This design comes from an exercise in tuning for small area, a short achievable clock period and few clock cycles on the open sky130 flow, not from production work. RTL that was checked went through simulation tests only; none was proved equivalent to the original. The RTL of runs 1, 2 and 4 was laid out without a check of its function.

## config.mk

```make
export PLATFORM = sky130hd
export DESIGN_NAME = kz_imgdigest
export DESIGN_NICKNAME = kz_imgdigest
export VERILOG_FILES = /design/flow/design.v
export SDC_FILE = /design/flow/constraint.sdc
export NUM_CORES = 4
export LEC_CHECK = 0
export ABC_CLOCK_PERIOD_IN_PS = 3000
export CAP_MARGIN = 20
export CORE_MARGIN = 2
export CORE_UTILIZATION = 40
export SETUP_SLACK_MARGIN = 5
export SLEW_MARGIN = 20
```

## constraint.sdc

```tcl
create_clock -name core_clock -period 10.0 [get_ports {clk}]
set_input_delay 2.0000 -clock core_clock [delete_from_list [all_inputs] [get_ports {clk}]]
set_output_delay 2.0000 -clock core_clock [all_outputs]
set_load 0.01 [all_outputs]
```

## design.v

```verilog
module kz_imgdigest (
    input  wire         clk,
    input  wire         rst,         
    input  wire         in_valid,
    output wire         in_ready,
    input  wire [35:0]  in_w0,       
    input  wire [35:0]  in_w1,       
    input  wire         in_last,     
    output reg          out_valid,   
    output wire [255:0] digest       
);
    function [31:0] rotr(input [31:0] x, input integer n);
        rotr = (x >> n) | (x << (32 - n));
    endfunction
    function [31:0] bsig0(input [31:0] x);
        bsig0 = rotr(x, 2) ^ rotr(x, 13) ^ rotr(x, 22);
    endfunction
    function [31:0] bsig1(input [31:0] x);
        bsig1 = rotr(x, 6) ^ rotr(x, 11) ^ rotr(x, 25);
    endfunction
    function [31:0] ssig0(input [31:0] x);
        ssig0 = rotr(x, 7) ^ rotr(x, 18) ^ (x >> 3);
    endfunction
    function [31:0] ssig1(input [31:0] x);
        ssig1 = rotr(x, 17) ^ rotr(x, 19) ^ (x >> 10);
    endfunction
    function [63:0] csa(input [31:0] x, input [31:0] y, input [31:0] z);
        csa = {((x & y) | (x & z) | (y & z)) << 1, x ^ y ^ z};
    endfunction
    wire [5:0]  kidx;
    reg  [31:0] kt;
    always @* begin
        case (kidx)
            6'd0:  kt = 32'h428a2f98; 6'd1:  kt = 32'h71374491;
            6'd2:  kt = 32'hb5c0fbcf; 6'd3:  kt = 32'he9b5dba5;
            6'd4:  kt = 32'h3956c25b; 6'd5:  kt = 32'h59f111f1;
            6'd6:  kt = 32'h923f82a4; 6'd7:  kt = 32'hab1c5ed5;
            6'd8:  kt = 32'hd807aa98; 6'd9:  kt = 32'h12835b01;
            6'd10: kt = 32'h243185be; 6'd11: kt = 32'h550c7dc3;
            6'd12: kt = 32'h72be5d74; 6'd13: kt = 32'h80deb1fe;
            6'd14: kt = 32'h9bdc06a7; 6'd15: kt = 32'hc19bf174;
            6'd16: kt = 32'he49b69c1; 6'd17: kt = 32'hefbe4786;
            6'd18: kt = 32'h0fc19dc6; 6'd19: kt = 32'h240ca1cc;
            6'd20: kt = 32'h2de92c6f; 6'd21: kt = 32'h4a7484aa;
            6'd22: kt = 32'h5cb0a9dc; 6'd23: kt = 32'h76f988da;
            6'd24: kt = 32'h983e5152; 6'd25: kt = 32'ha831c66d;
            6'd26: kt = 32'hb00327c8; 6'd27: kt = 32'hbf597fc7;
            6'd28: kt = 32'hc6e00bf3; 6'd29: kt = 32'hd5a79147;
            6'd30: kt = 32'h06ca6351; 6'd31: kt = 32'h14292967;
            6'd32: kt = 32'h27b70a85; 6'd33: kt = 32'h2e1b2138;
            6'd34: kt = 32'h4d2c6dfc; 6'd35: kt = 32'h53380d13;
            6'd36: kt = 32'h650a7354; 6'd37: kt = 32'h766a0abb;
            6'd38: kt = 32'h81c2c92e; 6'd39: kt = 32'h92722c85;
            6'd40: kt = 32'ha2bfe8a1; 6'd41: kt = 32'ha81a664b;
            6'd42: kt = 32'hc24b8b70; 6'd43: kt = 32'hc76c51a3;
            6'd44: kt = 32'hd192e819; 6'd45: kt = 32'hd6990624;
            6'd46: kt = 32'hf40e3585; 6'd47: kt = 32'h106aa070;
            6'd48: kt = 32'h19a4c116; 6'd49: kt = 32'h1e376c08;
            6'd50: kt = 32'h2748774c; 6'd51: kt = 32'h34b0bcb5;
            6'd52: kt = 32'h391c0cb3; 6'd53: kt = 32'h4ed8aa4a;
            6'd54: kt = 32'h5b9cca4f; 6'd55: kt = 32'h682e6ff3;
            6'd56: kt = 32'h748f82ee; 6'd57: kt = 32'h78a5636f;
            6'd58: kt = 32'h84c87814; 6'd59: kt = 32'h8cc70208;
            6'd60: kt = 32'h90befffa; 6'd61: kt = 32'ha4506ceb;
            6'd62: kt = 32'hbef9a3f7; default: kt = 32'hc67178f2;
        endcase
    end
    localparam [255:0] IV = {
        32'h6a09e667, 32'hbb67ae85, 32'h3c6ef372, 32'ha54ff53a,
        32'h510e527f, 32'h9b05688c, 32'h1f83d9ab, 32'h5be0cd19
    };
    reg         act;         
    reg         ra;          
    reg  [5:0]  u;           
    reg         nb;          
    reg         fin;         
    reg  [3:0]  sc;          
    reg         fold;        
    reg         pro;         
    reg         u0;          
    reg         rq;          
    reg  [95:0] sq;          
    reg  [3:0]  occ;         
    reg         lastin;      
    reg         padded;      
    reg         late;        
    reg  [27:0] bc;          
    reg         rdy;
    reg  [31:0] R [0:15];    
    reg  [31:0] P;           
    reg  [31:0] va, vb, vc, vd, ve, vf, vg, vh;
    reg  [31:0] H0, H1, H2, H3, H4, H5, H6, H7;
    assign in_ready = rdy;
    assign digest   = {H0, H1, H2, H3, H4, H5, H6, H7};
    wire ini    = out_valid | rq;             
    wire idle   = !act;
    wire uz     = (u == 6'd0);
    wire u63    = (u == 6'd63);
    wire umid   = (u >= 6'd1) & (u <= 6'd14);
    wire usch   = (u >= 6'd15) & (u <= 6'd62);
    wire occ4   = (occ >= 4'd4);
    wire avail  = padded | lastin | occ4;
    wire req    = pro | (ra & umid) | (fold & nb);
    wire opt    = (idle | (ra & u63 & !fin)) & avail;
    wire stall  = (sc != 4'd0) | (req & !avail);
    wire ins    = !stall & (req | opt);
    wire acc    = in_valid & rdy;
    wire [127:0] eq = {sq, 8'h80, 24'd0};
    reg  [31:0]  qw;
    always @* begin
        case (occ)
            4'd0:  qw = eq[31:0];
            4'd1:  qw = eq[39:8];
            4'd2:  qw = eq[47:16];
            4'd3:  qw = eq[55:24];
            4'd4:  qw = eq[63:32];
            4'd5:  qw = eq[71:40];
            4'd6:  qw = eq[79:48];
            4'd7:  qw = eq[87:56];
            4'd8:  qw = eq[95:64];
            4'd9:  qw = eq[103:72];
            4'd10: qw = eq[111:80];
            4'd11: qw = eq[119:88];
            default: qw = eq[127:96];
        endcase
    end
    wire lenw  = padded & !late & (u == 6'd14);     
    wire [31:0] mw = padded ? (lenw ? {1'b0, bc, 3'b000} : 32'd0) : qw;
    reg         act_n, ra_n, nb_n, fin_n, lastin_n;
    reg  [5:0]  u_n;
    reg  [3:0]  sc_n, occ_p;
    always @* begin
        act_n = act; ra_n = ra; u_n = u; nb_n = nb; fin_n = fin;
        if (sc != 4'd0)
            sc_n = sc + 4'd1;
        else if (req & !avail)
            sc_n = 4'd1;
        else
            sc_n = 4'd0;
        if (!stall) begin
            if (idle) begin
                if (opt) begin act_n = 1'b1; u_n = 6'd0; end
            end else if (!ra) begin
                ra_n = 1'b1; u_n = 6'd1;
            end else begin
                u_n = u + 6'd1;
                if (u63) nb_n = opt;
                if (uz) begin
                    fin_n = 1'b0;
                    nb_n  = 1'b0;
                    if (!nb) begin act_n = 1'b0; ra_n = 1'b0; u_n = 6'd63; end
                end
            end
        end
        if (ins & lenw) fin_n = 1'b1;
        occ_p = occ;
        if (ins & !padded) occ_p = occ4 ? occ - 4'd4 : 4'd0;
        lastin_n = lastin & !(ins & lenw);
    end
    assign kidx    = u_n;
    wire occ_n_le3 = (occ_p <= 4'd3);
    wire occ_n_le7 = (occ_p <= 4'd7);
    wire u_n_mid   = (u_n >= 6'd1) & (u_n <= 6'd14);
    wire sure_n    = (sc_n == 4'd0) &
                     (!act_n | (act_n & !ra_n) | (ra_n & u_n_mid) |
                      (ra_n & (u_n == 6'd0) & nb_n) |
                      (ra_n & (u_n == 6'd63) & !fin_n));
    wire rdy_n     = !lastin_n & (occ_n_le3 | (occ_n_le7 & sure_n));
    always @(posedge clk) begin
        if (rst) begin
            act <= 1'b0; ra <= 1'b0; u <= 6'd63; nb <= 1'b0; fin <= 1'b0;
            sc <= 4'd0; out_valid <= 1'b0;
            fold <= 1'b0; pro <= 1'b0; u0 <= 1'b0;
            occ <= 4'd0; lastin <= 1'b0; padded <= 1'b0; late <= 1'b0;
            bc <= 28'd0; rdy <= 1'b0;
        end else begin
            act <= act_n; ra <= ra_n; u <= u_n; nb <= nb_n; fin <= fin_n;
            sc <= sc_n;
            fold <= ra_n & (u_n == 6'd0);
            pro  <= act_n & !ra_n;
            u0   <= (u_n == 6'd0);
            out_valid <= fold & !stall & fin;
            rdy <= rdy_n & !acc;
            occ <= acc ? occ_p + 4'd9 : occ_p;
            if (acc) begin
                bc <= bc + 28'd9;
                if (in_last) lastin <= 1'b1;
            end
            if (ins) begin
                if (!padded) begin
                    if (!occ4) begin
                        padded <= 1'b1;
                        late   <= (u == 6'd13) | (u == 6'd14);
                    end else if (u63) begin
                        late   <= 1'b0;
                    end
                end else if (lenw) begin
                    padded <= 1'b0;
                    lastin <= 1'b0;
                    bc     <= 28'd0;
                    late   <= 1'b0;
                end else if (u63) begin
                    late   <= 1'b0;
                end
            end
        end
    end
    always @(posedge clk)
        if (acc) sq <= {sq[23:0], in_w0, in_w1};
    reg [31:0] kr;           
    always @(posedge clk) begin
        rq <= rst;
        kr <= kt;
    end
    wire [31:0] wsch = ssig1(R[14]) + R[9] + ssig0(R[1]) + R[0];
    integer i;
    always @(posedge clk) begin
        for (i = 0; i < 15; i = i + 1)
            R[i] <= R[i + 1];
        R[15] <= ins ? mw : (stall ? R[0] : wsch);
    end
    wire [31:0] hx  = pro ? 32'd0 : vg;                   
    wire [31:0] h7m = u0 ? H7 : 32'd0;
    wire [31:0] pn  = hx + h7m + kr + R[15];
    wire [31:0] h0m = fold ? H0 : 32'd0;
    wire [31:0] h1m = fold ? H1 : 32'd0;
    wire [31:0] h2m = fold ? H2 : 32'd0;
    wire [31:0] h3m = fold ? H3 : 32'd0;
    wire [31:0] h4m = fold ? H4 : 32'd0;
    wire [31:0] h5m = fold ? H5 : 32'd0;
    wire [31:0] h6m = fold ? H6 : 32'd0;
    wire [31:0] ch  = (ve & vf) ^ (~ve & vg);
    wire [31:0] maj = (va & vb) ^ (va & vc) ^ (vb & vc);
    wire [31:0] s1  = bsig1(ve);
    wire [31:0] s0  = bsig0(va);
    wire [63:0] ca1 = csa(s1, ch, s0);
    wire [63:0] ca2 = csa(maj, P, h0m);
    wire [63:0] ca3 = csa(ca1[31:0], ca1[63:32], ca2[31:0]);
    wire [63:0] ca4 = csa(ca3[31:0], ca3[63:32], ca2[63:32]);
    wire [31:0] an  = ca4[31:0] + ca4[63:32];
    wire [63:0] ce1 = csa(vd, P, h4m);
    wire [63:0] ce2 = csa(s1, ch, ce1[31:0]);
    wire [63:0] ce3 = csa(ce2[31:0], ce2[63:32], ce1[63:32]);
    wire [31:0] en  = ce3[31:0] + ce3[63:32];
    wire [255:0] rn = {an, va + h1m, vb + h2m, vc + h3m,
                       en, ve + h5m, vf + h6m, vg + h7m};
    wire         ld = ini;
    wire [255:0] dn = ld ? IV : rn;
    always @(posedge clk) begin
        if (!stall) P <= pn;
        if (ld | (ra & !stall))
            {va, vb, vc, vd, ve, vf, vg, vh} <= dn;
        if (ld | (fold & !stall))
            {H0, H1, H2, H3, H4, H5, H6, H7} <= dn;
    end
endmodule
```

## run.sh

```bash
#!/bin/bash
# synth_recipe.tcl (not shown) runs the flow's synth.tcl, then flattens the netlist and writes it again
# the make line also repeats each setting of config.mk as NAME=value (left out here)
make -C /OpenROAD-flow-scripts/flow DESIGN_CONFIG=/design/flow/config.mk WORK_HOME=/design/flow/orfs CLKGATE_MAP_FILE= SYNTH_SCRIPT=/design/flow/synth_recipe.tcl finish
```

==> impl_summary.log, run 1 <==
[metrics] Seq cells post-synth: 1207
[metrics] antenna violations before repair: 18
[metrics] worst setup margin: 4720 ps
[metrics] gate count after technology mapping: slightly below 6k
[metrics] clock latency on the worst-skew pair: 810 ps
[metrics] total track usage: 27.1%
[metrics] top_reg_cell synth: sky130_fd_sc_hd__edfxtp_1
[metrics] placer's final routability congestion estimate: 0.972
[metrics] setup-violating endpoint count in the final report: 0
[metrics] die area: 0.165 mm2
[metrics] area fraction of the dominant cell type after synthesis: between 20 and 30%
[metrics] data arrival time of the worst path: 5830 ps
[metrics] height of the die: approximately 410 um
[metrics] number of enable-type register cells in the synthesized netlist: 608
[metrics] placement row count: around 150
[metrics] first-pass iteration count of the detailed router: 9
[metrics] library cell with the highest instance count after synthesis: sky130_fd_sc_hd__edfxtp_1
[metrics] area occupied by multi-input gates: 0.0341 mm2
[metrics] RSZ-0062 raised after global routing: yes
[metrics] global-route wire length before repair: around 330000 um
[metrics] library cells used by synthesis: 89
[metrics] TritonCTS clock tree: yes
[metrics] drt drc: 0
[metrics] maximum clock insertion buffer count: 3
[metrics] Nets: 7073
[metrics] number of vias in the routed layout: 48.5k
[metrics] Layout Area Growth over Synthesis: 20.0%
[metrics] Worst Max-Slew Pin Slew: 1040 ps
[metrics] category of the worst setup path capture point: flop
[metrics] biggest registers after layout: R x512, sq x96
[metrics] largest area contributor in the netlist: sky130_fd_sc_hd__edfxtp_1
[metrics] ports placed on the boundary: 334
[metrics] DPL Wire Length: about 170000 um
[metrics] synthesized area per cell: 11.1 um2
[metrics] Max Fclk: 189 MHz
[metrics] count of nets left with antenna violations after detail routing: 0
[metrics] placeable core region: 0.161 mm2
[metrics] number of hold violations in the final report: 0
[metrics] data required time at the worst endpoint: 10540 ps
[metrics] number of clock buffers inserted by TritonCTS: 136
[metrics] global route overflow: 0
[metrics] classification of the worst setup path: flop to flop
[metrics] max reg flops: 512
[metrics] Largest Register: R
[metrics] clock skew: 63.4 ps
[metrics] shortest clock period the worst path allows after layout: 5280 ps
[metrics] number of input and output port buffers inserted: 333
[metrics] Horiz. Die Dim: approximately 400 um
[metrics] sequential area share after synthesis: 46.6%
[metrics] final-report max-slew violation count: 0
[metrics] max-slew headroom at the worst pin: approximately 30%
[metrics] fill count: 14.6k
[metrics] run status: finished clean
[metrics] Total Neg Setup Slack: 0 ps
[metrics] WL/cell: roughly 27 um
[metrics] initial core utilization: 40.3%
[metrics] top cells by instance count after synthesis: sky130_fd_sc_hd__edfxtp_1 (608), sky130_fd_sc_hd__dfxtp_1 (599), sky130_fd_sc_hd__nand2_1 (404)
[metrics] final wirelength: 228000 um
[metrics] Hold/Removal Path Class: flop to flop
[metrics] clock-pin slew of the registers on the worst-case setup and hold paths: 60 ps
[metrics] CTS Root Buffer Type: sky130_fd_sc_hd__clkbuf_16
[metrics] Tcrit/Tclk final: 52.8%
[metrics] async set-reset flop share out of synthesis: 0%
[metrics] startpoint types: flop
[metrics] maximum capacitance violations: 0
[metrics] detail-routed via count per cell: between 5 and 6
[metrics] vias in the first global route: 46.3k
[metrics] combined area of all synthesized cells: 0.0649 mm2
[metrics] largest net degree at the start of global routing: 125
[metrics] Iteration-0 DRC Markers: 5240
[metrics] YS warnings: 2
[metrics] Worst Path Max Fanout: 3
[metrics] Synthesized Nets: between 6k and 7k
[metrics] fraction of final layout cells sized beyond drive strength 1: approximately a tenth
[metrics] cells taking the most area after synthesis: sky130_fd_sc_hd__edfxtp_1 (28%), sky130_fd_sc_hd__dfxtp_1 (18%), sky130_fd_sc_hd__fa_1 (11%), sky130_fd_sc_hd__ha_1 (6.4%), sky130_fd_sc_hd__xnor2_1 (4.8%)
[metrics] maximum level of the CTS H-tree: 4
[metrics] sequential cell area: 0.0303 mm2
[metrics] worst slack, placed: 3570 ps
[metrics] total clock sinks: ~1.2k
==> through the flow <==
step	cell area (um2)	std cells	util, %	hold WS (ps)
final	77900	8592	48.4	308
after global routing	77800	8587	48.4	315
after CTS	76600	8508	47.6	307
after detailed placement	70800	8213	44.0	312
after global placement	70800	8213	44.0	310
after floorplan	64900	5854	-	310
==> cell type report <==
cell class                 instances  area share, %
antenna                            6         0.0193
clock buffer                     168           4.74
clock inverter                    79           1.32
inverter                         279           1.35
multi-input combinational       4171           43.8
sequential                      1207           38.9
tap                             2160           3.47
timing repair buffer             522           6.45
==> path summary, 6_finish.rpt <==
kind / end / cells after the start / slack (ps) / start
worst min-delay path: R[9][28]$_DFF_P_ / 0 / 310 / R[10][28]$_DFF_P_
worst min register to register: R[9][28]$_DFF_P_ / 0 / 310 / R[10][28]$_DFF_P_
worst max register to register: H0[30]$_DFFE_PP_ / 18 / 4720 / va[25]$_DFFE_PP_
worst max-delay path: H0[30]$_DFFE_PP_ / 18 / 4720 / va[25]$_DFFE_PP_
==> cell usage in the layout (no fill, tap or decap), types with 16 or more instances in the layout <==
master,n
sky130_fd_sc_hd__nor2_1,384
sky130_fd_sc_hd__nor2b_1,66
sky130_fd_sc_hd__and2_1,240
sky130_fd_sc_hd__o21ai_0,278
sky130_fd_sc_hd__a221oi_1,46
sky130_fd_sc_hd__and3_1,32
sky130_fd_sc_hd__xnor2_1,317
sky130_fd_sc_hd__a22oi_1,81
sky130_fd_sc_hd__nor3_1,73
sky130_fd_sc_hd__a211oi_1,48
sky130_fd_sc_hd__or3_1,22
sky130_fd_sc_hd__nand3_1,102
sky130_fd_sc_hd__fa_1,342
sky130_fd_sc_hd__clkbuf_1,20
sky130_fd_sc_hd__a31oi_1,41
sky130_fd_sc_hd__xnor2_2,35
sky130_fd_sc_hd__o211ai_1,49
sky130_fd_sc_hd__o21bai_1,32
sky130_fd_sc_hd__a22o_1,24
sky130_fd_sc_hd__o31ai_1,16
sky130_fd_sc_hd__dfxtp_2,16
sky130_fd_sc_hd__clkdlybuf4s50_1,333
sky130_fd_sc_hd__a222oi_1,24
sky130_fd_sc_hd__clkinv_2,24
sky130_fd_sc_hd__buf_4,167
sky130_fd_sc_hd__xor2_1,168
sky130_fd_sc_hd__clkbuf_16,144
sky130_fd_sc_hd__inv_1,268
sky130_fd_sc_hd__nand2_1,402
sky130_fd_sc_hd__o21ai_1,16
sky130_fd_sc_hd__o21a_1,63
sky130_fd_sc_hd__mux2_2,18
sky130_fd_sc_hd__ha_1,319
sky130_fd_sc_hd__dfxtp_1,581
sky130_fd_sc_hd__nand4_1,48
sky130_fd_sc_hd__a21oi_1,303
sky130_fd_sc_hd__a21o_1,164
sky130_fd_sc_hd__nand2b_1,65
sky130_fd_sc_hd__edfxtp_1,608
==> routing by layer <==
metal | vias to the layer above | GRT usage, % | share of wire [%]
met1 | 24300 | 40.5 | 46
li1 | 21800 | - | -
met4 | 4 | 7.11 | 2.6
met3 | 291 | 6.95 | 9.4
met5 | - | 0 | 0.012
met2 | 2068 | 38.6 | 42
==> timing repair <==
item                       CTS  global route
resized for setup          122           129
setup endpoints to repair  279           219
pin swaps                   33            62
gates cloned                 2             5
hold buffers                 0             0
buffers inserted            46            73
==> cell families after synthesis <==
family | synth area share (%)
and+or+nand+nor | 11.5
AOI/OAI and AO/OA | 14.1
DFF | 46.6
adders and majority gates | 17.1
xor gates and xnor gates | 7.19
buffers and inverters | 2.87
muxes | 0.605
==> critical path, cell delays in order (launching register included) <==
cell,delay (ps)
sky130_fd_sc_hd__edfxtp_1,530
sky130_fd_sc_hd__xor2_2,240
sky130_fd_sc_hd__xnor2_2,330
sky130_fd_sc_hd__fa_1,500
sky130_fd_sc_hd__fa_1,530
sky130_fd_sc_hd__inv_2,40
sky130_fd_sc_hd__fa_2,470
sky130_fd_sc_hd__buf_4,160
sky130_fd_sc_hd__fa_2,360
sky130_fd_sc_hd__a21o_1,170
sky130_fd_sc_hd__a21o_1,190
sky130_fd_sc_hd__a21oi_4,240
sky130_fd_sc_hd__o2111a_2,300
sky130_fd_sc_hd__nor3b_4,80
sky130_fd_sc_hd__o31a_1,310
sky130_fd_sc_hd__o21a_1,200
sky130_fd_sc_hd__o21ai_2,160
sky130_fd_sc_hd__nand2_1,70
sky130_fd_sc_hd__o311a_1,130
==> inputs of run 2 (changes only) <==
--- a/config.mk
+++ b/config.mk
@@ -5,7 +5,6 @@
 export SDC_FILE = /design/flow/constraint.sdc
 export NUM_CORES = 4
 export LEC_CHECK = 0
-export ABC_CLOCK_PERIOD_IN_PS = 3000
 export CAP_MARGIN = 20
 export CORE_MARGIN = 2
 export CORE_UTILIZATION = 40
==> impl_summary.log, run 2 <==
[metrics] number of hold violations in the final report: 0 (unchanged)
[metrics] DPL Wire Length: 170000 um (unchanged)
[metrics] total track usage: 27.1% (unchanged)
[metrics] final design area excluding fillers: 0.0779 mm2 (unchanged)
[metrics] worst setup margin: 4720 ps (unchanged)
[metrics] clock latency on the worst-skew pair: 810 ps (about the same)
[metrics] total clock sinks: 1207 (unchanged)
[metrics] standard cell with the maximum stage delay on the critical path: sky130_fd_sc_hd__edfxtp_1 (unchanged)
[metrics] final wirelength: 228000 um (unchanged)
[metrics] most common library cell in the layout ignoring fill and taps: sky130_fd_sc_hd__edfxtp_1 (unchanged)
[metrics] RSZ-0062 raised after global routing: yes (unchanged)
[metrics] Cell Count, Final, Fillers Out: 8592 (unchanged)
[metrics] Hold/Removal Path Class: flop to flop (unchanged)
[metrics] fill count: 14.6k (unchanged)
[metrics] placed insts: 8213 (unchanged)
[metrics] top cells by instance count after synthesis: sky130_fd_sc_hd__edfxtp_1 (608), sky130_fd_sc_hd__dfxtp_1 (599), sky130_fd_sc_hd__nand2_1 (404) (unchanged)
[metrics] Slowest Stage Delay on Critical Path: 530 ps (about the same)
[metrics] classification of the worst setup path: flop to flop (unchanged)
[metrics] biggest registers after layout: R x512, sq x96 (unchanged)
[metrics] maximum capacitance violations: 0 (unchanged)
[metrics] Synthesized Nets: 6610 (unchanged)
[metrics] placeable core region: 0.161 mm2 (unchanged)
[metrics] final-report max-slew violation count: 0 (unchanged)
[metrics] data required time at the worst endpoint: 10540 ps (about the same)
[metrics] CTS Root Buffer Type: sky130_fd_sc_hd__clkbuf_16 (unchanged)
[metrics] area fraction of the dominant cell type after synthesis: 28.1% (unchanged)
[metrics] placement row count: 147 (unchanged)
[metrics] most frequent cells in the layout: sky130_fd_sc_hd__edfxtp_1 (608), sky130_fd_sc_hd__dfxtp_1 (581), sky130_fd_sc_hd__nand2_1 (402), sky130_fd_sc_hd__nor2_1 (384), sky130_fd_sc_hd__fa_1 (342) (unchanged)
[metrics] first-pass iteration count of the detailed router: 9 (unchanged)
[metrics] top_reg_cell synth: sky130_fd_sc_hd__edfxtp_1 (unchanged)
[metrics] Layout Area Growth over Synthesis: 20.0% (unchanged)
[metrics] Tcrit/Tclk final: 52.8% (unchanged)
[metrics] data arrival time of the worst path: 5830 ps (about the same)
[metrics] initial core utilization: 40.3% (unchanged)
[metrics] Horiz. Die Dim: 407 um (unchanged)
[metrics] largest area contributor in the netlist: sky130_fd_sc_hd__edfxtp_1 (unchanged)
[metrics] number of enable-type register cells in the synthesized netlist: 608 (unchanged)
[metrics] final core utilization: 48.4% (unchanged)
[metrics] vias in the first global route: 46.3k (unchanged)
[metrics] gate count after technology mapping: 5854 (unchanged)
[metrics] category of the worst setup path capture point: flop (unchanged)
[metrics] YS warnings: 2 (unchanged)
[metrics] Hold Worst Slack: 308 ps (unchanged)
[metrics] placer's final routability congestion estimate: 0.972 (unchanged)
[metrics] global-route wire length before repair: 326000 um (unchanged)
[metrics] die area: 0.165 mm2 (unchanged)
[metrics] startpoint types: flop (unchanged)
[metrics] Seq cells post-synth: 1207 (unchanged)
[metrics] drt drc: 0 (unchanged)
[metrics] maximum clock insertion buffer count: 3 (unchanged)
[metrics] library cell with the highest instance count after synthesis: sky130_fd_sc_hd__edfxtp_1 (unchanged)
[metrics] Worst Path Max Fanout: 3 (unchanged)
[metrics] ports placed on the boundary: 334 (unchanged)
[metrics] clock-pin slew of the registers on the worst-case setup and hold paths: 60 ps (about the same)
[metrics] max-slew headroom at the worst pin: 30.7% (unchanged)
[metrics] library cells used by synthesis: 89 (unchanged)
[metrics] Nets: 7073 (unchanged)
[metrics] global route overflow: 0 (unchanged)
[metrics] antenna violations before repair: 18 (unchanged)
[metrics] Worst Max-Slew Pin Slew: 1040 ps (unchanged)
[metrics] setup-violating endpoint count in the final report: 0 (unchanged)
[metrics] WL/cell: 26.5 um (unchanged)
[metrics] Largest Register: R (unchanged)
[metrics] largest net degree at the start of global routing: 125 (unchanged)
[metrics] sequential cell area: 0.0303 mm2 (unchanged)
[metrics] TritonCTS clock tree: yes (unchanged)
[metrics] maximum level of the CTS H-tree: 4 (unchanged)
[metrics] number of vias in the routed layout: 48.5k (unchanged)
[metrics] clock skew: 63.4 ps (unchanged)
[metrics] number of input and output port buffers inserted: 333 (unchanged)
[metrics] fraction of final layout cells sized beyond drive strength 1: 10.2% (unchanged)
[metrics] async set-reset flop share out of synthesis: 0% (unchanged)
[metrics] Total Neg Setup Slack: 0 ps (unchanged)
[metrics] area occupied by multi-input gates: 0.0341 mm2 (unchanged)
[metrics] standard cell area after detailed placement: 0.0708 mm2 (unchanged)
[metrics] combined area of all synthesized cells: 0.0649 mm2 (unchanged)
[metrics] max reg flops: 512 (unchanged)
[metrics] height of the die: 407 um (unchanged)
[metrics] count of nets left with antenna violations after detail routing: 0 (unchanged)
[metrics] sequential area share after synthesis: 46.6% (unchanged)
[metrics] CTS Hold Bufs: 0 (unchanged)
[metrics] synthesized area per cell: 11.1 um2 (unchanged)
[metrics] Max Fclk: 189 MHz (unchanged)
[metrics] cells taking the most area after synthesis: sky130_fd_sc_hd__edfxtp_1 (28%), sky130_fd_sc_hd__dfxtp_1 (18%), sky130_fd_sc_hd__fa_1 (11%), sky130_fd_sc_hd__ha_1 (6.4%), sky130_fd_sc_hd__xnor2_1 (4.8%) (unchanged)
[metrics] critical path, cell by cell: xor2_2, xnor2_2, fa_1, fa_1, inv_2, fa_2, buf_4, fa_2, a21o_1, a21o_1, a21oi_4, o2111a_2, nor3b_4, o31a_1, o21a_1, o21ai_2, nand2_1, o311a_1 (unchanged)
[metrics] Iteration-0 DRC Markers: 5240 (unchanged)
[metrics] detail-routed via count per cell: 5.64 (unchanged)
[metrics] worst slack, placed: 3570 ps (unchanged)
[metrics] run status: finished clean (unchanged)
[metrics] shortest clock period the worst path allows after layout: 5280 ps (unchanged)
[metrics] number of clock buffers inserted by TritonCTS: 136 (unchanged)
## run 2: metal layers
metal | GRT usage (%) | vias up | wire length, um
li1 | - | 21800 | -
met1 | 40.5 | 24300 | 104000
met2 | 38.6 | 2068 | 96200
met3 | 6.95 | 291 | 21500
met4 | 7.11 | 4 | 5920
met5 | 0 | - | 27
## run 2: cells by family after synthesis
family,count (synthesis),synth area share (%)
muxes,37,0.605
buffers and inverters,478,2.87
xor gates and xnor gates,533,7.19
adders and majority gates,681,17.1
AOI/OAI and AO/OA,1385,14.1
and+or+nand+nor,1533,11.5
DFF,1207,46.6
## run 2: path summary, 6_finish.rpt
kind	depth (start not counted)	slack [ps]	startpoint	to
setup / recovery	18	4720	va[25]$_DFFE_PP_	H0[30]$_DFFE_PP_
hold reg to reg	0	310	R[10][28]$_DFF_P_	R[9][28]$_DFF_P_
hold / removal	0	310	R[10][28]$_DFF_P_	R[9][28]$_DFF_P_
setup reg to reg	18	4720	va[25]$_DFFE_PP_	H0[30]$_DFFE_PP_
## run 2: repair_timing
item / 4_1_cts / 5_1_grt
gates cloned: 2 / 5
gates resized for setup: 122 / 129
setup endpoints to repair: 279 / 219
pin swaps: 33 / 62
buffers inserted: 46 / 73
## run 2: critical path: cells and delay by family (launching register included)
| kind | cells | cell delay [ps] |
|---|---|---|
| fa+ha+maj | 4 | 1860 |
| compound gates | 8 | 1700 |
| xor+xnor | 2 | 570 |
| flops | 1 | 530 |
| buf+inv | 2 | 200 |
| simple gates | 2 | 150 |
## run 2: cell type report
class / instances / share of cell area (%)
diodes: 6 / 0.0193
clock buffers: 168 / 4.74
clock inverters: 79 / 1.32
inverters: 279 / 1.35
multi-input cells: 4171 / 43.8
flip-flops and latches: 1207 / 38.9
well taps: 2160 / 3.47
repair buffers: 522 / 6.45
==> inputs of run 3 (changes only) <==
--- a/design.v
+++ b/design.v
@@ -75,10 +75,6 @@
     reg         nb;          
     reg         fin;         
     reg  [3:0]  sc;          
-    reg         fold;        
-    reg         pro;         
-    reg         u0;          
-    reg         rq;          
     reg  [95:0] sq;          
     reg  [3:0]  occ;         
     reg         lastin;      
@@ -92,12 +88,15 @@
     reg  [31:0] H0, H1, H2, H3, H4, H5, H6, H7;
     assign in_ready = rdy;
     assign digest   = {H0, H1, H2, H3, H4, H5, H6, H7};
-    wire ini    = out_valid | rq;             
+    assign kidx     = u;
+    wire ini    = out_valid;                  
     wire idle   = !act;
-    wire uz     = (u == 6'd0);
+    wire pro    = act & !ra;                  
+    wire u0     = (u == 6'd0);
     wire u63    = (u == 6'd63);
     wire umid   = (u >= 6'd1) & (u <= 6'd14);
     wire usch   = (u >= 6'd15) & (u <= 6'd62);
+    wire fold   = ra & u0;                    
     wire occ4   = (occ >= 4'd4);
     wire avail  = padded | lastin | occ4;
     wire req    = pro | (ra & umid) | (fold & nb);
@@ -145,7 +144,7 @@
             end else begin
                 u_n = u + 6'd1;
                 if (u63) nb_n = opt;
-                if (uz) begin
+                if (u0) begin
                     fin_n = 1'b0;
                     nb_n  = 1'b0;
                     if (!nb) begin act_n = 1'b0; ra_n = 1'b0; u_n = 6'd63; end
@@ -157,7 +156,6 @@
         if (ins & !padded) occ_p = occ4 ? occ - 4'd4 : 4'd0;
         lastin_n = lastin & !(ins & lenw);
     end
-    assign kidx    = u_n;
     wire occ_n_le3 = (occ_p <= 4'd3);
     wire occ_n_le7 = (occ_p <= 4'd7);
     wire u_n_mid   = (u_n >= 6'd1) & (u_n <= 6'd14);
@@ -170,15 +168,11 @@
         if (rst) begin
             act <= 1'b0; ra <= 1'b0; u <= 6'd63; nb <= 1'b0; fin <= 1'b0;
             sc <= 4'd0; out_valid <= 1'b0;
-            fold <= 1'b0; pro <= 1'b0; u0 <= 1'b0;
             occ <= 4'd0; lastin <= 1'b0; padded <= 1'b0; late <= 1'b0;
             bc <= 28'd0; rdy <= 1'b0;
         end else begin
             act <= act_n; ra <= ra_n; u <= u_n; nb <= nb_n; fin <= fin_n;
             sc <= sc_n;
-            fold <= ra_n & (u_n == 6'd0);
-            pro  <= act_n & !ra_n;
-            u0   <= (u_n == 6'd0);
             out_valid <= fold & !stall & fin;
             rdy <= rdy_n & !acc;
             occ <= acc ? occ_p + 4'd9 : occ_p;
@@ -207,11 +201,6 @@
     end
     always @(posedge clk)
         if (acc) sq <= {sq[23:0], in_w0, in_w1};
-    reg [31:0] kr;           
-    always @(posedge clk) begin
-        rq <= rst;
-        kr <= kt;
-    end
     wire [31:0] wsch = ssig1(R[14]) + R[9] + ssig0(R[1]) + R[0];
     integer i;
     always @(posedge clk) begin
@@ -221,7 +210,7 @@
     end
     wire [31:0] hx  = pro ? 32'd0 : vg;                   
     wire [31:0] h7m = u0 ? H7 : 32'd0;
-    wire [31:0] pn  = hx + h7m + kr + R[15];
+    wire [31:0] pn  = hx + h7m + kt + R[15];
     wire [31:0] h0m = fold ? H0 : 32'd0;
     wire [31:0] h1m = fold ? H1 : 32'd0;
     wire [31:0] h2m = fold ? H2 : 32'd0;
@@ -244,7 +233,7 @@
     wire [31:0] en  = ce3[31:0] + ce3[63:32];
     wire [255:0] rn = {an, va + h1m, vb + h2m, vc + h3m,
                        en, ve + h5m, vf + h6m, vg + h7m};
-    wire         ld = ini;
+    wire         ld = rst | ini;
     wire [255:0] dn = ld ? IV : rn;
     always @(posedge clk) begin
         if (!stall) P <= pn;
--- a/config.mk
+++ b/config.mk
@@ -8,5 +8,4 @@
 export CAP_MARGIN = 20
 export CORE_MARGIN = 2
 export CORE_UTILIZATION = 40
-export SETUP_SLACK_MARGIN = 5
 export SLEW_MARGIN = 20
==> impl_summary.log, run 3 <==
[metrics] Reg2Reg Depth: 22 (was 18)
[metrics] combined area of all synthesized cells: 0.0658 mm2 (was 0.0649 mm2)
[metrics] fill count: 15.0k (was 14.6k)
[metrics] Layout Area Growth over Synthesis: 15.8% (was 20.0%)
[metrics] initial core utilization: 40.4% (was 40.3%)
[metrics] largest area contributor in the netlist: sky130_fd_sc_hd__edfxtp_1 (unchanged)
[metrics] shortest clock period the worst path allows after layout: 7050 ps (was 5280 ps)
[metrics] startpoint types: flop (unchanged)
[metrics] setup slack of the worst register-to-register path: 2950 ps (was 4720 ps)
[metrics] total track usage: 26.3% (was 27.1%)
[metrics] setup-violating endpoint count in the final report: 0 (unchanged)
[metrics] met2 track utilization from global routing: 39.9% (was 38.6%)
[metrics] CTS Hold Bufs: 0 (unchanged)
[metrics] met3 layer usage reported by global route: 6.13% (was 6.95%)
[metrics] synthesized area per cell: 11.0 um2 (was 11.1 um2)
[metrics] Total Neg Setup Slack: 0 ps (unchanged)
[metrics] final core utilization: 46.7% (was 48.4%)
[metrics] detail-routed via count per cell: 5.74 (was 5.64)
[metrics] most frequent cells in the layout: sky130_fd_sc_hd__edfxtp_1 (608), sky130_fd_sc_hd__dfxtp_1 (595), sky130_fd_sc_hd__nand2_1 (408), sky130_fd_sc_hd__xnor2_1 (374), sky130_fd_sc_hd__nor2_1 (352) (was sky130_fd_sc_hd__edfxtp_1 (608), sky130_fd_sc_hd__dfxtp_1 (581), sky130_fd_sc_hd__nand2_1 (402), sky130_fd_sc_hd__nor2_1 (384), sky130_fd_sc_hd__fa_1 (342))
[metrics] first-pass iteration count of the detailed router: 9 (unchanged)
[metrics] Horiz. Die Dim: 410 um (was 407 um)
[metrics] largest net degree at the start of global routing: 149 (was 125)
[metrics] GR met1 Demand/Resource: 36.9% (was 40.5%)
[metrics] post-CTS setup-driven buffer insertion count: 0 (was 46)
[metrics] Synthesized Nets: 6756 (was 6610)
[metrics] Hold/Removal Path Class: flop to flop (unchanged)
[metrics] sequential area share after synthesis: 45.9% (was 46.6%)
[metrics] maximum level of the CTS H-tree: 4 (unchanged)
[metrics] global-route wire length before repair: 325000 um (was 326000 um)
[metrics] CTS Root Buffer Type: sky130_fd_sc_hd__clkbuf_16 (unchanged)
[metrics] Largest Register: R (unchanged)
[metrics] ports placed on the boundary: 334 (unchanged)
[metrics] top_reg_cell synth: sky130_fd_sc_hd__edfxtp_1 (unchanged)
[metrics] count of nets left with antenna violations after detail routing: 0 (unchanged)
[metrics] Nets: 7056 (was 7073)
[metrics] number of cells on the worst hold path: 0 (unchanged)
[metrics] final-report max-slew violation count: 0 (unchanged)
[metrics] category of the worst setup path capture point: flop (unchanged)
[metrics] RSZ-0062 raised after global routing: no (was yes)
[metrics] placeable core region: 0.163 mm2 (was 0.161 mm2)
[metrics] global route overflow: 0 (unchanged)
[metrics] gate count after technology mapping: 5999 (was 5854)
[metrics] TritonCTS clock tree: yes (unchanged)
[metrics] Iteration-0 DRC Markers: 6018 (was 5240)
[metrics] maximum capacitance violations: 0 (unchanged)
[metrics] antenna violations before repair: 18 (unchanged)
[metrics] number of input and output port buffers inserted: 333 (unchanged)
[metrics] top cells by instance count after synthesis: sky130_fd_sc_hd__edfxtp_1 (608), sky130_fd_sc_hd__dfxtp_1 (595), sky130_fd_sc_hd__nand2_1 (410) (was sky130_fd_sc_hd__edfxtp_1 (608), sky130_fd_sc_hd__dfxtp_1 (599), sky130_fd_sc_hd__nand2_1 (404))
[metrics] number of enable-type register cells in the synthesized netlist: 608 (unchanged)
[metrics] clock latency on the worst-skew pair: 810 ps (about the same)
[metrics] number of hold violations in the final report: 0 (unchanged)
[metrics] placer's final routability congestion estimate: 0.971 (was 0.972)
[metrics] most congested layer reported by global routing: met2 (was met1)
[metrics] most common library cell in the layout ignoring fill and taps: sky130_fd_sc_hd__edfxtp_1 (unchanged)
[metrics] YS warnings: 2 (unchanged)
[metrics] DPL Wire Length: 169000 um (was 170000 um)
[metrics] number of gates given a new drive strength after cts: 0 (was 122)
[metrics] critical hold path startpoint: R[10][14]$_DFF_P_ (was R[10][28]$_DFF_P_)
[metrics] area fraction of the dominant cell type after synthesis: 27.8% (was 28.1%)
[metrics] classification of the worst setup path: flop to flop (unchanged)
[metrics] data required time at the worst endpoint: 10610 ps (was 10540 ps)
[metrics] run status: finished clean (unchanged)
[metrics] WL/cell: 26.1 um (was 26.5 um)
[metrics] final wirelength: 224000 um (was 228000 um)
[metrics] clock skew: 58.6 ps (was 63.4 ps)
[metrics] cells taking the most area after synthesis: sky130_fd_sc_hd__edfxtp_1 (28%), sky130_fd_sc_hd__dfxtp_1 (18%), sky130_fd_sc_hd__fa_1 (11%), sky130_fd_sc_hd__ha_1 (6.4%), sky130_fd_sc_hd__xnor2_1 (5.0%) (was sky130_fd_sc_hd__edfxtp_1 (28%), sky130_fd_sc_hd__dfxtp_1 (18%), sky130_fd_sc_hd__fa_1 (11%), sky130_fd_sc_hd__ha_1 (6.4%), sky130_fd_sc_hd__xnor2_1 (4.8%))
[metrics] data arrival time of the worst path: 7670 ps (was 5830 ps)
[metrics] biggest registers after layout: R x512, sq x96 (unchanged)
[metrics] Worst Max-Slew Pin Slew: 1180 ps (was 1040 ps)
[metrics] async set-reset flop share out of synthesis: 0% (unchanged)
[metrics] drt drc: 0 (unchanged)
[metrics] destination of the worst register-to-register timing path: ve[30]$_DFFE_PP_ (was H0[30]$_DFFE_PP_)
[metrics] library cells used by synthesis: 94 (was 89)
[metrics] placement row count: 148 (was 147)
[metrics] number of vias in the routed layout: 49.3k (was 48.5k)
[metrics] max-slew headroom at the worst pin: 21.1% (was 30.7%)
[metrics] Worst Path Max Fanout: 41 (was 3)
[metrics] Seq cells post-synth: 1203 (was 1207)
[metrics] Max Fclk: 142 MHz (was 189 MHz)
[metrics] vias in the first global route: 47.7k (was 46.3k)
[metrics] die area: 0.168 mm2 (was 0.165 mm2)
[metrics] total clock sinks: 1203 (was 1207)
[metrics] clock-pin slew of the registers on the worst-case setup and hold paths: 70 ps (was 60 ps)
[metrics] height of the die: 410 um (was 407 um)
[metrics] library cell with the highest instance count after synthesis: sky130_fd_sc_hd__edfxtp_1 (unchanged)
[metrics] number of clock buffers inserted by TritonCTS: 134 (was 136)
[metrics] fraction of final layout cells sized beyond drive strength 1: 5.57% (was 10.2%)
[metrics] Tcrit/Tclk final: 70.5% (was 52.8%)
[metrics] launching point of the worst reg2reg path: u[0]$_SDFF_PP1_ (was va[25]$_DFFE_PP_)
[metrics] maximum clock insertion buffer count: 3 (unchanged)
[metrics] Endpoint, Worst Hold: R[9][14]$_DFF_P_ (was R[9][28]$_DFF_P_)
[metrics] max reg flops: 512 (unchanged)
==> run 3: cell count changes after synthesis, sizes merged, moves of 38 or more <==
cell	delta
nor2b	-38
and2	-146
inv	+73
and3	+191
clkbuf	+41
==> run 3: critical path, stage by stage, from the launching register on <==
cell	delay, ps
sky130_fd_sc_hd__dfxtp_1	390
sky130_fd_sc_hd__inv_1	160
sky130_fd_sc_hd__ha_1	180
sky130_fd_sc_hd__nor3b_2	400
sky130_fd_sc_hd__and2_2	930
sky130_fd_sc_hd__nand2_1	170
sky130_fd_sc_hd__fa_1	530
sky130_fd_sc_hd__inv_1	60
sky130_fd_sc_hd__fa_1	540
sky130_fd_sc_hd__inv_1	50
sky130_fd_sc_hd__fa_1	350
sky130_fd_sc_hd__inv_1	70
sky130_fd_sc_hd__ha_1	180
sky130_fd_sc_hd__fa_1	230
sky130_fd_sc_hd__a21oi_1	100
sky130_fd_sc_hd__o211ai_1	340
sky130_fd_sc_hd__o211ai_1	240
sky130_fd_sc_hd__a21oi_1	440
sky130_fd_sc_hd__nor2_1	150
sky130_fd_sc_hd__o41ai_1	680
sky130_fd_sc_hd__o41ai_1	190
sky130_fd_sc_hd__o21ai_0	240
sky130_fd_sc_hd__mux2i_1	250
==> run 3: through the flow <==
| step | worst slack [ps] | hold slack [ps] | area [um2] | std cells |
|---|---|---|---|---|
| 3_5_place_dp | 3060 | 312 | 71500 | 8338 |
| 2_1_floorplan | 1220 | 310 | 65800 | 5999 |
| 4_1_cts | 3070 | 316 | 76100 | 8583 |
| 3_3_place_gp | 3140 | 310 | 71500 | 8338 |
| 5_1_grt | 2610 | 323 | 76100 | 8583 |
| 6_report | 2950 | 312 | 76200 | 8588 |
==> run 3: cells by family after synthesis <==
| group | Yosys count | synth area share, % |
|---|---|---|
| XOR/XNOR | 519 | 6.91 |
| AO/OA/AOI/OAI | 1390 | 14.2 |
| AND/OR/NAND/NOR | 1550 | 11.6 |
| multiplexers | 53 | 0.848 |
| flip-flops | 1203 | 45.9 |
| adder cells (fa/ha/maj) | 704 | 17.3 |
| buffers and inverters | 580 | 3.37 |
==> run 3: how the worst max path moves through the flow <==
stage,startpoint,to,depth (start not counted)
2_1_floorplan,u[1]$_SDFF_PP1_,H0[0]$_DFFE_PP_,8
4_1_cts,u[0]$_SDFF_PP1_,ve[30]$_DFFE_PP_,22
5_1_grt,u[0]$_SDFF_PP1_,ve[30]$_DFFE_PP_,22
3_5_place_dp,u[0]$_SDFF_PP1_,H4[30]$_DFFE_PP_,22
6_report,u[0]$_SDFF_PP1_,ve[30]$_DFFE_PP_,22
3_3_place_gp,u[0]$_SDFF_PP1_,H4[30]$_DFFE_PP_,22
==> run 3: per-layer routing <==
metal / wire [um] / part of all wire (%)
met1: 97900 / 44
met2: 98700 / 44
met3: 20100 / 9.0
met4: 7540 / 3.4
met5: 0 / 0
==> run 3: final cells by class <==
class                      instances  area (um2)  share of cell area, %
tap                             2175        2720                   3.57
antenna                            5        12.5                 0.0164
clock buffer                     172        3720                   4.89
timing repair buffer             390        3820                   5.01
inverter                         354        1330                   1.75
multi-input combinational       4216       33500                   44.0
clock inverter                    73         881                   1.16
sequential                      1203       30200                   39.6
Testbench counts of run 3, summed over its fixed seeds: cycles 98,488.
==> inputs of run 4 (changes only) <==
--- a/design.v
+++ b/design.v
@@ -75,6 +75,12 @@
     reg         nb;          
     reg         fin;         
     reg  [3:0]  sc;          
+    reg         fold;        
+    reg         pro;         
+    reg         r61;         
+    reg         r62;         
+    reg         first;       
+    reg         rq;          
     reg  [95:0] sq;          
     reg  [3:0]  occ;         
     reg         lastin;      
@@ -83,20 +89,16 @@
     reg  [27:0] bc;          
     reg         rdy;
     reg  [31:0] R [0:15];    
-    reg  [31:0] P;           
     reg  [31:0] va, vb, vc, vd, ve, vf, vg, vh;
     reg  [31:0] H0, H1, H2, H3, H4, H5, H6, H7;
     assign in_ready = rdy;
     assign digest   = {H0, H1, H2, H3, H4, H5, H6, H7};
-    assign kidx     = u;
-    wire ini    = out_valid;                  
+    wire ini    = out_valid | rq;             
     wire idle   = !act;
-    wire pro    = act & !ra;                  
-    wire u0     = (u == 6'd0);
+    wire uz     = (u == 6'd0);
     wire u63    = (u == 6'd63);
     wire umid   = (u >= 6'd1) & (u <= 6'd14);
     wire usch   = (u >= 6'd15) & (u <= 6'd62);
-    wire fold   = ra & u0;                    
     wire occ4   = (occ >= 4'd4);
     wire avail  = padded | lastin | occ4;
     wire req    = pro | (ra & umid) | (fold & nb);
@@ -144,7 +146,7 @@
             end else begin
                 u_n = u + 6'd1;
                 if (u63) nb_n = opt;
-                if (u0) begin
+                if (uz) begin
                     fin_n = 1'b0;
                     nb_n  = 1'b0;
                     if (!nb) begin act_n = 1'b0; ra_n = 1'b0; u_n = 6'd63; end
@@ -156,6 +158,7 @@
         if (ins & !padded) occ_p = occ4 ? occ - 4'd4 : 4'd0;
         lastin_n = lastin & !(ins & lenw);
     end
+    assign kidx    = u_n;
     wire occ_n_le3 = (occ_p <= 4'd3);
     wire occ_n_le7 = (occ_p <= 4'd7);
     wire u_n_mid   = (u_n >= 6'd1) & (u_n <= 6'd14);
@@ -168,11 +171,18 @@
         if (rst) begin
             act <= 1'b0; ra <= 1'b0; u <= 6'd63; nb <= 1'b0; fin <= 1'b0;
             sc <= 4'd0; out_valid <= 1'b0;
+            fold <= 1'b0; pro <= 1'b0; r61 <= 1'b0; r62 <= 1'b0;
+            first <= 1'b1;
             occ <= 4'd0; lastin <= 1'b0; padded <= 1'b0; late <= 1'b0;
             bc <= 28'd0; rdy <= 1'b0;
         end else begin
             act <= act_n; ra <= ra_n; u <= u_n; nb <= nb_n; fin <= fin_n;
             sc <= sc_n;
+            fold <= ra_n & (u_n == 6'd0);
+            pro  <= act_n & !ra_n;
+            r61  <= ra_n & (u_n == 6'd62);
+            r62  <= ra_n & (u_n == 6'd63);
+            if (fold & !stall) first <= fin;
             out_valid <= fold & !stall & fin;
             rdy <= rdy_n & !acc;
             occ <= acc ? occ_p + 4'd9 : occ_p;
@@ -201,6 +211,11 @@
     end
     always @(posedge clk)
         if (acc) sq <= {sq[23:0], in_w0, in_w1};
+    reg [31:0] kr;           
+    always @(posedge clk) begin
+        rq <= rst;
+        kr <= kt;
+    end
     wire [31:0] wsch = ssig1(R[14]) + R[9] + ssig0(R[1]) + R[0];
     integer i;
     always @(posedge clk) begin
@@ -208,38 +223,57 @@
             R[i] <= R[i + 1];
         R[15] <= ins ? mw : (stall ? R[0] : wsch);
     end
-    wire [31:0] hx  = pro ? 32'd0 : vg;                   
-    wire [31:0] h7m = u0 ? H7 : 32'd0;
-    wire [31:0] pn  = hx + h7m + kt + R[15];
-    wire [31:0] h0m = fold ? H0 : 32'd0;
-    wire [31:0] h1m = fold ? H1 : 32'd0;
-    wire [31:0] h2m = fold ? H2 : 32'd0;
-    wire [31:0] h3m = fold ? H3 : 32'd0;
-    wire [31:0] h4m = fold ? H4 : 32'd0;
-    wire [31:0] h5m = fold ? H5 : 32'd0;
-    wire [31:0] h6m = fold ? H6 : 32'd0;
+    reg  [31:0] PA;          
+    reg  [31:0] PE;          
+    wire [31:0] hx  = fold ? H6 : (pro ? vh : vg);
+    wire [31:0] dx  = fold ? H2 : (pro ? vd : vc);
+    wire [31:0] h0s = first ? IV[255:224] : H0;
+    wire [31:0] h0m = r62 ? h0s : 32'd0;
+    wire [63:0] cp1 = csa(hx, kr, R[15]);
+    wire [63:0] cp2 = csa(cp1[31:0], cp1[63:32], h0m);
+    wire [31:0] pan = cp2[31:0] + cp2[63:32];
+    wire [63:0] cq2 = csa(cp1[31:0], cp1[63:32], dx);
+    wire [31:0] pen = cq2[31:0] + cq2[63:32];
+    wire [31:0] h4f = (fold & first) ? IV[127:96] : H4;
+    wire [31:0] h4e = fold ? h4f : 32'd0;
     wire [31:0] ch  = (ve & vf) ^ (~ve & vg);
-    wire [31:0] maj = (va & vb) ^ (va & vc) ^ (vb & vc);
     wire [31:0] s1  = bsig1(ve);
     wire [31:0] s0  = bsig0(va);
-    wire [63:0] ca1 = csa(s1, ch, s0);
-    wire [63:0] ca2 = csa(maj, P, h0m);
-    wire [63:0] ca3 = csa(ca1[31:0], ca1[63:32], ca2[31:0]);
-    wire [63:0] ca4 = csa(ca3[31:0], ca3[63:32], ca2[63:32]);
-    wire [31:0] an  = ca4[31:0] + ca4[63:32];
-    wire [63:0] ce1 = csa(vd, P, h4m);
-    wire [63:0] ce2 = csa(s1, ch, ce1[31:0]);
-    wire [63:0] ce3 = csa(ce2[31:0], ce2[63:32], ce1[63:32]);
-    wire [31:0] en  = ce3[31:0] + ce3[63:32];
-    wire [255:0] rn = {an, va + h1m, vb + h2m, vc + h3m,
-                       en, ve + h5m, vf + h6m, vg + h7m};
-    wire         ld = rst | ini;
-    wire [255:0] dn = ld ? IV : rn;
-    always @(posedge clk) begin
-        if (!stall) P <= pn;
+    wire [31:0] m0  = vb & vc;               
+    wire [31:0] m1  = vb | vc;               
+    wire [31:0] xs  = (va & (m1 ^ PA)) | (~va & (m0 ^ PA));
+    wire [31:0] fs  = xs ^ ch;
+    wire [31:0] mo  = (va & (m1 | PA)) | (~va & (m0 | PA));
+    wire [31:0] mn  = (va & (m1 & PA)) | (~va & (m0 & PA));
+    wire [31:0] fc  = (ch & mo) | (~ch & mn);
+    wire [63:0] ca1 = csa(s1, s0, fs);
+    wire [63:0] ca2 = csa(ca1[31:0], ca1[63:32], {fc[30:0], 1'b0});
+    wire [31:0] an  = ca2[31:0] + ca2[63:32];
+    wire [63:0] ce1 = csa(s1, ch, PE);
+    wire [63:0] ce2 = csa(ce1[31:0], ce1[63:32], h4e);
+    wire [31:0] en  = ce2[31:0] + ce2[63:32];
+    wire [31:0] iva = r61 ? IV[159:128] : (r62 ? IV[191:160] : IV[223:192]);
+    wire [31:0] ive = r61 ? IV[31:0]    : (r62 ? IV[63:32]   : IV[95:64]);
+    wire [31:0] sa  = (first ? iva : H3) + va;
+    wire [31:0] se  = (first ? ive : H7) + ve;
+    wire        hen = (r61 | r62 | fold) & !stall;
+    wire [255:0] rn = fold ? {an, sa, H1, H2, en, se, H5, H6}
+                           : {an, va, vb, vc, en, ve, vf, vg};
+    wire         ld = ini;
+    always @(posedge clk) begin
+        if (!stall) begin
+            PA <= pan;
+            PE <= pen;
+        end
         if (ld | (ra & !stall))
-            {va, vb, vc, vd, ve, vf, vg, vh} <= dn;
-        if (ld | (fold & !stall))
-            {H0, H1, H2, H3, H4, H5, H6, H7} <= dn;
+            {va, vb, vc, vd, ve, vf, vg, vh} <= ld ? IV : rn;
+        if (fold & !stall) begin
+            H0 <= an;
+            H4 <= en;
+        end
+        if (hen) begin
+            H1 <= sa; H2 <= H1; H3 <= H2;
+            H5 <= se; H6 <= H5; H7 <= H6;
+        end
     end
 endmodule
==> flow/run.sh (new file) <==
#!/bin/bash
# The standard layout, with repair_timing aiming at a tighter period
# than the 10 ns constraint (the SDC itself is unchanged). make's full output
# goes to standard_make.log; each ORFS step keeps its own log in orfs/logs.
set -uo pipefail
bash standard.sh SETUP_SLACK_MARGIN=6.5 finish > standard_make.log 2>&1
==> standard.sh (new file) <==
#!/bin/bash
# synth_recipe.tcl (not shown) runs the flow's synth.tcl, then flattens the netlist and writes it again
# the make line also repeats each setting of config.mk as NAME=value (left out here)
make -C /OpenROAD-flow-scripts/flow DESIGN_CONFIG=/design/flow/config.mk WORK_HOME=/design/flow/orfs CLKGATE_MAP_FILE= SYNTH_SCRIPT=/design/flow/synth_recipe.tcl "${@:-finish}"
removed: run.sh
==> impl_summary.log, run 4 <==
[metrics] global route overflow: 0 (unchanged)
[metrics] synthesized area per cell: 10.8 um2 (was 11.0 um2)
[metrics] Hold Worst Slack: 314 ps (was 312 ps)
[metrics] Slowest Stage Delay on Critical Path: 780 ps (was 930 ps)
[metrics] RSZ-0062 raised after global routing: yes (was no)
[metrics] maximum clock insertion buffer count: 3 (unchanged)
[metrics] run status: finished clean (unchanged)
[metrics] number of input and output port buffers inserted: 333 (unchanged)
[metrics] top cells by instance count after synthesis: sky130_fd_sc_hd__edfxtp_1 (672), sky130_fd_sc_hd__dfxtp_1 (601), sky130_fd_sc_hd__inv_1 (519) (was sky130_fd_sc_hd__edfxtp_1 (608), sky130_fd_sc_hd__dfxtp_1 (595), sky130_fd_sc_hd__nand2_1 (410))
[metrics] Nets: 8121 (was 7056)
[metrics] TritonCTS clock tree: yes (unchanged)
[metrics] placeable core region: 0.169 mm2 (was 0.163 mm2)
[metrics] Max Fclk: 197 MHz (was 142 MHz)
[metrics] final design area excluding fillers: 0.0920 mm2 (was 0.0762 mm2)
[metrics] Tcrit/Tclk final: 50.7% (was 70.5%)
[metrics] most common library cell in the layout ignoring fill and taps: sky130_fd_sc_hd__edfxtp_1 (unchanged)
[metrics] final-report max-slew violation count: 0 (unchanged)
[metrics] met2 track utilization from global routing: 43.8% (was 39.9%)
[metrics] shortest clock period the worst path allows after layout: 5070 ps (was 7050 ps)
[metrics] first-pass iteration count of the detailed router: 9 (unchanged)
[metrics] global-route wire length before repair: 377000 um (was 325000 um)
[metrics] max reg flops: 512 (unchanged)
[metrics] library cells used by synthesis: 99 (was 94)
[metrics] final wirelength: 270000 um (was 224000 um)
[metrics] total clock sinks: 1273 (was 1203)
[metrics] standard cell area after detailed placement: 0.0741 mm2 (was 0.0715 mm2)
[metrics] CTS Root Buffer Type: sky130_fd_sc_hd__clkbuf_16 (unchanged)
[metrics] vias in the first global route: 53.9k (was 47.7k)
[metrics] worst slack, placed: 4080 ps (was 3060 ps)
[metrics] DPL Wire Length: 183000 um (was 169000 um)
[metrics] biggest registers after layout: R x512, sq x96 (unchanged)
[metrics] Largest Register: R (unchanged)
[metrics] detail-routed via count per cell: 5.77 (was 5.74)
[metrics] category of the worst setup path capture point: flop (unchanged)
[metrics] Iteration-0 DRC Markers: 7146 (was 6018)
[metrics] number of enable-type register cells in the synthesized netlist: 672 (was 608)
[metrics] library cell with the highest instance count after synthesis: sky130_fd_sc_hd__edfxtp_1 (unchanged)
[metrics] met3 layer usage reported by global route: 6.98% (was 6.13%)
[metrics] placement row count: 151 (was 148)
[metrics] Worst Path Max Fanout: 8 (was 41)
[metrics] combined area of all synthesized cells: 0.0681 mm2 (was 0.0658 mm2)
[metrics] largest area contributor in the netlist: sky130_fd_sc_hd__edfxtp_1 (unchanged)
[metrics] die area: 0.174 mm2 (was 0.168 mm2)
[metrics] data required time at the worst endpoint: 10560 ps (was 10610 ps)
[metrics] count of nets left with antenna violations after detail routing: 0 (unchanged)
[metrics] max-slew headroom at the worst pin: 16.8% (was 21.1%)
[metrics] sequential area share after synthesis: 47.3% (was 45.9%)
[metrics] top_reg_cell synth: sky130_fd_sc_hd__edfxtp_1 (unchanged)
[metrics] Synthesized Nets: 7013 (was 6756)
[metrics] Worst Max-Slew Pin Slew: 1210 ps (was 1180 ps)
[metrics] clock latency on the worst-skew pair: 820 ps (was 810 ps)
[metrics] most congested layer reported by global routing: met2 (unchanged)
[metrics] gate count after technology mapping: 6290 (was 5999)
[metrics] async set-reset flop share out of synthesis: 0% (unchanged)
[metrics] number of hold violations in the final report: 0 (unchanged)
[metrics] Layout Area Growth over Synthesis: 35.0% (was 15.8%)
[metrics] clock-pin slew of the registers on the worst-case setup and hold paths: 70 ps (about the same)
[metrics] largest net degree at the start of global routing: 86 (was 149)
[metrics] setup-violating endpoint count in the final report: 0 (unchanged)
[metrics] WL/cell: 27.8 um (was 26.1 um)
[metrics] maximum capacitance violations: 0 (unchanged)
[metrics] most frequent cell on the critical path: sky130_fd_sc_hd__xnor2_1
[metrics] standard cell with the maximum stage delay on the critical path: sky130_fd_sc_hd__edfxtp_1 (was sky130_fd_sc_hd__and2_2)
[metrics] most frequent cells in the layout: sky130_fd_sc_hd__edfxtp_1 (672), sky130_fd_sc_hd__buf_4 (623), sky130_fd_sc_hd__dfxtp_1 (544), sky130_fd_sc_hd__inv_1 (495), sky130_fd_sc_hd__nor2_1 (397) (was sky130_fd_sc_hd__edfxtp_1 (608), sky130_fd_sc_hd__dfxtp_1 (595), sky130_fd_sc_hd__nand2_1 (408), sky130_fd_sc_hd__xnor2_1 (374), sky130_fd_sc_hd__nor2_1 (352))
[metrics] YS warnings: 2 (unchanged)
[metrics] ports placed on the boundary: 334 (unchanged)
[metrics] Hold/Removal Path Class: flop to flop (unchanged)
[metrics] placer's final routability congestion estimate: 1.00 (was 0.971)
[metrics] antenna violations before repair: 8 (was 18)
[metrics] data arrival time of the worst path: 5630 ps (was 7670 ps)
[metrics] number of clock buffers inserted by TritonCTS: 141 (was 134)
[metrics] clock skew: 31.8 ps (was 58.6 ps)
[metrics] total track usage: 29.9% (was 26.3%)
[metrics] Total Neg Setup Slack: 0 ps (unchanged)
[metrics] critical path, cell by cell: xnor2_1, xnor2_1, fa_1, fa_1, ha_1, o21a_1, o21a_1, o21ai_1, a21oi_4, a211o_1, a41o_1, buf_4, a21o_1, a21oi_2, xnor2_1, and2_1 (was inv_1, ha_1, nor3b_2, and2_2, nand2_1, fa_1, inv_1, fa_1, inv_1, fa_1, inv_1, ha_1, fa_1, a21oi_1, o211ai_1, o211ai_1, a21oi_1, nor2_1, o41ai_1, o41ai_1, o21ai_0, mux2i_1)
[metrics] number of vias in the routed layout: 56.2k (was 49.3k)
[metrics] GR met1 Demand/Resource: 41.1% (was 36.9%)
[metrics] Seq cells post-synth: 1273 (was 1203)
[metrics] classification of the worst setup path: flop to flop (unchanged)
[metrics] Reg2Reg Depth: 16 (was 22)
[metrics] Horiz. Die Dim: 417 um (was 410 um)
[metrics] cells taking the most area after synthesis: sky130_fd_sc_hd__edfxtp_1 (30%), sky130_fd_sc_hd__dfxtp_1 (18%), sky130_fd_sc_hd__fa_1 (8.3%), sky130_fd_sc_hd__ha_1 (6.7%), sky130_fd_sc_hd__xnor2_1 (4.9%) (was sky130_fd_sc_hd__edfxtp_1 (28%), sky130_fd_sc_hd__dfxtp_1 (18%), sky130_fd_sc_hd__fa_1 (11%), sky130_fd_sc_hd__ha_1 (6.4%), sky130_fd_sc_hd__xnor2_1 (5.0%))
[metrics] fraction of final layout cells sized beyond drive strength 1: 30.9% (was 5.57%)
[metrics] initial core utilization: 40.3% (was 40.4%)
[metrics] area fraction of the dominant cell type after synthesis: 29.6% (was 27.8%)
[metrics] drt drc: 0 (unchanged)
[metrics] startpoint types: flop (unchanged)
[metrics] worst setup margin: 4930 ps (was 2950 ps)
[metrics] number of cells on the worst hold path: 0 (unchanged)
[metrics] maximum level of the CTS H-tree: 4 (unchanged)
[metrics] height of the die: 417 um (was 410 um)
-- run 4: cell types whose count changed after synthesis, sizes merged, moves of 46 or more --
cell    delta
fa        -65
and3     -174
inv      +170
nor3      -48
or2       +46
and2      -52
nor2     +101
buf       +48
edfxtp    +64
a21oi     +69
mux2i    +234
-- run 4: timing repair --
action                      CTS  global route
setup endpoints to repair  1145           697
gates cloned                 23             2
setup buffers               638           185
pin swaps                   354           336
gates resized for setup    1996           490
hold buffers                  0             0
-- run 4: path summary, 6_finish.rpt --
kind	startpoint	to	slack, ps
worst max-delay path	va[9]$_SDFFCE_PP1P_	va[24]$_SDFFCE_PP0P_	4930
worst min register to register	R[2][13]$_DFF_P_	R[1][13]$_DFF_P_	310
worst min-delay path	R[2][13]$_DFF_P_	R[1][13]$_DFF_P_	310
worst max register to register	va[9]$_SDFFCE_PP1P_	va[24]$_SDFFCE_PP0P_	4930
-- run 4: layer usage --
metal / vias up / part of all wire [%] / wire [um]
met1: 27900 / 41 / 110000
met4: 4 / 6.5 / 17500
met5: - / 0.0085 / 23
met3: 701 / 11 / 29000
met2: 3308 / 42 / 114000
li1: 24300 / - / -
-- run 4: stage by stage --
step / util [%] / cells
final: 54.4 / 9733
after global placement: 43.8 / 8625
after detailed placement: 43.8 / 8625
after floorplan: - / 6290
after CTS: 52.2 / 9540
after global routing: 54.3 / 9728
-- run 4: area by class of cell --
type / count / area, um2
tap: 2218 / 2780
fill: 14200 / 77300
multi-input combinational: 4203 / 38500
inverter: 522 / 2060
antenna: 6 / 15.0
timing repair buffer: 1253 / 11600
clock inverter: 77 / 759
timing repair inverter: 4 / 35.0
clock buffer: 177 / 3900
sequential: 1273 / 32400
-- run 4: cells by family after synthesis --
family | after synthesis | share of synthesized area (%)
and+or+nand+nor | 1402 | 9.52
AOI/OAI and AO/OA | 1378 | 13.1
DFF | 1273 | 47.3
buffers and inverters | 818 | 4.70
adders and majority gates | 648 | 15.0
xor gates and xnor gates | 504 | 6.48
muxes | 267 | 3.93
-- run 4: critical path, delay by kind of cell, from the launching register on --
family | cells | cell delay, ps
AO/OA/AOI/OAI | 8 | 1630
adder cells (fa/ha/maj) | 3 | 1370
XOR/XNOR | 3 | 700
AND/OR/NAND/NOR | 1 | 150
buffers and inverters | 1 | 170
flip-flops | 1 | 780

[separate check: timing with driven ports]
Ports are ideal in the flow. The routed layouts listed here were re-timed in OpenROAD.
Step 1: set_driving_cell puts a clkbuf_16 on clk and a buf_2 on each other input, an assumption about the parent block.
Step 2, shift: input delay + t, output delay - t, t = (earliest + latest rising clock arrival at the registers) / 2. This alone moves slack from input paths to output paths.
Three values: ideal, step 1, step 2; two values: the first two.
| run | t (ns) | setup WS [ns] | worst setup path after step 2 | worst register clock-pin slew, ns |
|---|---|---|---|---|
| run 1 | 0.867 | 4.715 / 4.715 / 4.685 | input to register | 0.07 / 0.07 |
| run 2 | 0.867 | 4.715 / 4.715 / 4.685 | input to register | 0.07 / 0.07 |
| run 3 | 0.854 | 2.947 / 2.947 / 2.947 | register to register | 0.08 / 0.08 |
| run 4 | 0.883 | 4.934 / 4.934 / 4.934 | register to register | 0.07 / 0.07 |
After both steps setup and hold are still met in every run listed.
